This design comes from an exercise in tuning for small area on the open sky130 flow, not from production work. Only simulation tests tie the RTL to the original design; equivalence was not proved.

Setup of exp/tundra:
Design graft_core, start of the top module:
module graft_core (
    input  wire         clk,
    input  wire         rst,             
    input  wire         start,           
    input  wire         op,              
    input  wire         erase,           
    input  wire [255:0] root_key,
    input  wire         root_256,        
    input  wire [7:0]   kind,
    input  wire [63:0]  eui,
    input  wire [7:0]   epoch_rec,       
    input  wire [1:0]   epoch_sc,        
    input  wire         epoch_resolve,   
    output wire         busy,
    output wire         done,
    output wire         nokey,
    output wire [127:0] key_out
);
Settings: LEC_CHECK=0, CAP_MARGIN=20, CORE_MARGIN=2, CORE_UTILIZATION=30, GPL_ROUTABILITY_DRIVEN=1, PLACE_DENSITY_LB_ADDON=0.1, SLEW_MARGIN=20; clock period 9.0 ns.
standard.sh (not shown) runs the stock make flow with config.mk's settings and CLKGATE_MAP_FILE= SYNTH_SCRIPT=/design/flow/synth_recipe.tcl, a recipe that flattens the netlist after the stock synthesis.
==> flow/flow/run.sh <==
#!/bin/bash
# Layout flow: the standard ORFS flow (standard.sh) with two changes:
#  - synthesis maps logic with an area-oriented ABC script (flow/abc_area.script)
#    instead of ORFS's delay-oriented one; everything else in the synthesis
#    script (synth_recipe.tcl, hence the registers) is unchanged;
#  - every input and output port still gets a buffer, a buf_1 instead of the
#    clkdlybuf4s50_1 that buffer_ports picks by default.
# Each tool writes its full log under orfs/logs/ (ORFS), and this script's
# own output goes to flow_run.log.
set -euo pipefail
W=$(pwd)
exec > >(tee -a "$W/flow_run.log") 2>&1

{
  echo 'proc abc {args} {'
  echo '  set i [lsearch -exact $args -script]'
  echo "  if {\$i >= 0} { lset args [expr {\$i + 1}] $W/flow/abc_area.script }"
  echo '  yosys abc {*}$args'
  echo '}'
  cat "$W/synth_recipe.tcl"
} > "$W/synth_area.tcl"

sed -e "s#SYNTH_SCRIPT=[^ ]*#SYNTH_SCRIPT=$W/synth_area.tcl BUFFER_PORTS_ARGS='-buffer_cell sky130_fd_sc_hd__buf_1' RECOVER_POWER='100' CAP_MARGIN='0' SLEW_MARGIN='0'#" \
    "$W/standard.sh" > "$W/standard_area.sh"
grep -n 'make ' "$W/standard_area.sh"
bash "$W/standard_area.sh" > "$W/standard_area.log" 2>&1
echo "flow done"
==> flow/flow/abc_area.script <==
strash
dch -f
amap
[flow] exp/tundra | stages: complete | final checks: fail | reason: capacitance limit, slew limit
The following lists how exp/lagoon was set up differently from exp/tundra:
- swapping 30 for 40 in CORE_UTILIZATION
-- flow/flow/run.sh --
<<< exp/tundra, line 23
sed -e "s#SYNTH_SCRIPT=[^ ]*#SYNTH_SCRIPT=$W/synth_area.tcl BUFFER_PORTS_ARGS='-buffer_cell sky130_fd_sc_hd__buf_1' RECOVER_POWER='100' CAP_MARGIN='0' SLEW_MARGIN='0'#" \
>>> exp/lagoon, line 23
sed -e "s#SYNTH_SCRIPT=[^ ]*#SYNTH_SCRIPT=$W/synth_area.tcl BUFFER_PORTS_ARGS='-buffer_cell sky130_fd_sc_hd__buf_1' CTS_ARGS='-sink_clustering_enable -repair_clock_nets -dont_use_dummy_load -sink_clustering_size 16 -sink_clustering_max_diameter 50 -buf_list {sky130_fd_sc_hd__clkbuf_4 sky130_fd_sc_hd__clkbuf_8}'#" \
==> notes.md <==
exp/lagoon reached the end of the flow, and the finished layout is clean on the timing, DRC and antenna checks. Final net count is higher on exp/tundra. From exp/lagoon to exp/tundra, number of distinct standard cells referenced by the synthesized netlist did not move at all. Looking at cell with the largest stage delay on the worst path, the a211oi_1 result is from exp/tundra; the a211oi_2 one comes from exp/lagoon.
### exp/lagoon -> exp/yarrow
- CORE_UTILIZATION now 30, was 40
-- flow/flow/run.sh --
<<< exp/lagoon, line 23
sed -e "s#SYNTH_SCRIPT=[^ ]*#SYNTH_SCRIPT=$W/synth_area.tcl BUFFER_PORTS_ARGS='-buffer_cell sky130_fd_sc_hd__buf_1' CTS_ARGS='-sink_clustering_enable -repair_clock_nets -dont_use_dummy_load -sink_clustering_size 16 -sink_clustering_max_diameter 50 -buf_list {sky130_fd_sc_hd__clkbuf_4 sky130_fd_sc_hd__clkbuf_8}'#" \
>>> exp/yarrow, line 23
sed -e "s#SYNTH_SCRIPT=[^ ]*#SYNTH_SCRIPT=$W/synth_area.tcl BUFFER_PORTS_ARGS='-buffer_cell sky130_fd_sc_hd__buf_1' CTS_ARGS='-sink_clustering_enable -repair_clock_nets -dont_use_dummy_load -buf_list {sky130_fd_sc_hd__clkbuf_4 sky130_fd_sc_hd__clkbuf_8}'#" \
==> notes.md <==
Weighted congestion at the end of routability-driven global placement ended up 11% lower on exp/yarrow than on exp/lagoon.
Compared to exp/lagoon, exp/yarrow has setup slack 0.0035 ns lower.
Re boundary pin count: no difference whatsoever between exp/yarrow and exp/lagoon.
Wire: exp/yarrow routes more than exp/lagoon
Changes observed in exp/yarrow relative to exp/lagoon: number of post-CTS setup repair buffers shrank by 1, sequential share of cell area dropped 1.5 points, area used by multi-input combinational logic up 1.1%, first-pass iteration count of the detailed router comparable.
Setup changes, exp/yarrow to exp/xenon
- CORE_UTILIZATION: 30 -> 40
-- flow/flow/run.sh --
<<< exp/yarrow, line 23
sed -e "s#SYNTH_SCRIPT=[^ ]*#SYNTH_SCRIPT=$W/synth_area.tcl BUFFER_PORTS_ARGS='-buffer_cell sky130_fd_sc_hd__buf_1' CTS_ARGS='-sink_clustering_enable -repair_clock_nets -dont_use_dummy_load -buf_list {sky130_fd_sc_hd__clkbuf_4 sky130_fd_sc_hd__clkbuf_8}'#" \
>>> exp/xenon, line 23
sed -e "s#SYNTH_SCRIPT=[^ ]*#SYNTH_SCRIPT=$W/synth_area.tcl BUFFER_PORTS_ARGS='-buffer_cell sky130_fd_sc_hd__buf_1' CTS_ARGS='-sink_clustering_enable -repair_clock_nets -dont_use_dummy_load -sink_clustering_size 20 -sink_clustering_max_diameter 60 -buf_list {sky130_fd_sc_hd__clkbuf_8}'#" \
==> notes.md <==
- Timing, DRC, antenna: 0 failures across exp/yarrow and exp/xenon
- For exp/yarrow, the critical path's slowest cell was edfxtp_1, unlike exp/xenon, where it was dfxtp_4.
- Diff exp/xenon..exp/yarrow | TritonCTS sink count | unchanged
- Met1 usage in exp/xenon vs exp/yarrow: up 10 points
- On exp/xenon: area overhead of the layout relative to synthesis is 5.2 points lower than what exp/yarrow gave.
- Between exp/xenon and exp/yarrow, it is exp/xenon whose die area is lower, by 25%.
Changes in exp/maple relative to exp/xenon:
- changing CORE_UTILIZATION from 40 to 30
-- flow/flow/run.sh --
<<< exp/xenon, line 23
sed -e "s#SYNTH_SCRIPT=[^ ]*#SYNTH_SCRIPT=$W/synth_area.tcl BUFFER_PORTS_ARGS='-buffer_cell sky130_fd_sc_hd__buf_1' CTS_ARGS='-sink_clustering_enable -repair_clock_nets -dont_use_dummy_load -sink_clustering_size 20 -sink_clustering_max_diameter 60 -buf_list {sky130_fd_sc_hd__clkbuf_8}'#" \
>>> exp/maple, line 23
sed -e "s#SYNTH_SCRIPT=[^ ]*#SYNTH_SCRIPT=$W/synth_area.tcl BUFFER_PORTS_ARGS='-buffer_cell sky130_fd_sc_hd__buf_1'#" \
Results
- Compared with exp/xenon, exp/maple shows floorplan die area higher by 33%.
- exp/maple vs exp/xenon on final cell count without fillers: exp/maple is the higher one.
- As far as layout sequential cell count goes, exp/xenon and exp/maple are indistinguishable; the numbers are identical.
- exp/maple closes out successfully: all stages finished, all timing, DRC and antenna checks passed.
- Compared with exp/xenon, exp/maple shows a die outline height that is about 15% higher.
- Diff exp/xenon -> exp/maple: clock period minus final worst setup slack grew by 0.047 ns, number of clock-tree buffers in the layout climbed 40.
- Count of plain and timing-repair buffers ends up higher on exp/maple.
- Compared with exp/xenon, exp/maple degrades post-route cell area.

==> port drivers added, routing unchanged <==
Ports are ideal in the flow. The routed layouts listed here were re-timed in OpenROAD.
Step 1: set_driving_cell puts a clkbuf_16 on clk and a buf_2 on each other input, an assumption about the parent block.
Step 2, shift: input delay + t, output delay - t, t = (earliest + latest rising clock arrival at the registers) / 2. This alone moves slack from input paths to output paths.
Slacks: no drivers / after step 1 / after step 2; pairs: no drivers / after step 1.
| run | shift t [ns] | setup WS [ns] | latest minus earliest clock arrival (ns) | worst slew at a driven data input, ns |
|---|---|---|---|---|
| exp/tundra | 0.693 | 0.571 / 0.571 / 0.571 | 0.042 / 0.043 | 0.11 |
| exp/lagoon | 0.714 | 0.593 / 0.593 / 0.593 | 0.086 / 0.086 | 0.18 |
| exp/yarrow | 0.717 | 0.589 / 0.589 / 0.589 | 0.093 / 0.093 | 0.10 |
| exp/xenon | 0.677 | 0.637 / 0.637 / 0.637 | 0.105 / 0.105 | 0.19 |
| exp/maple | 0.692 | 0.590 / 0.590 / 0.590 | 0.044 / 0.044 | 0.10 |
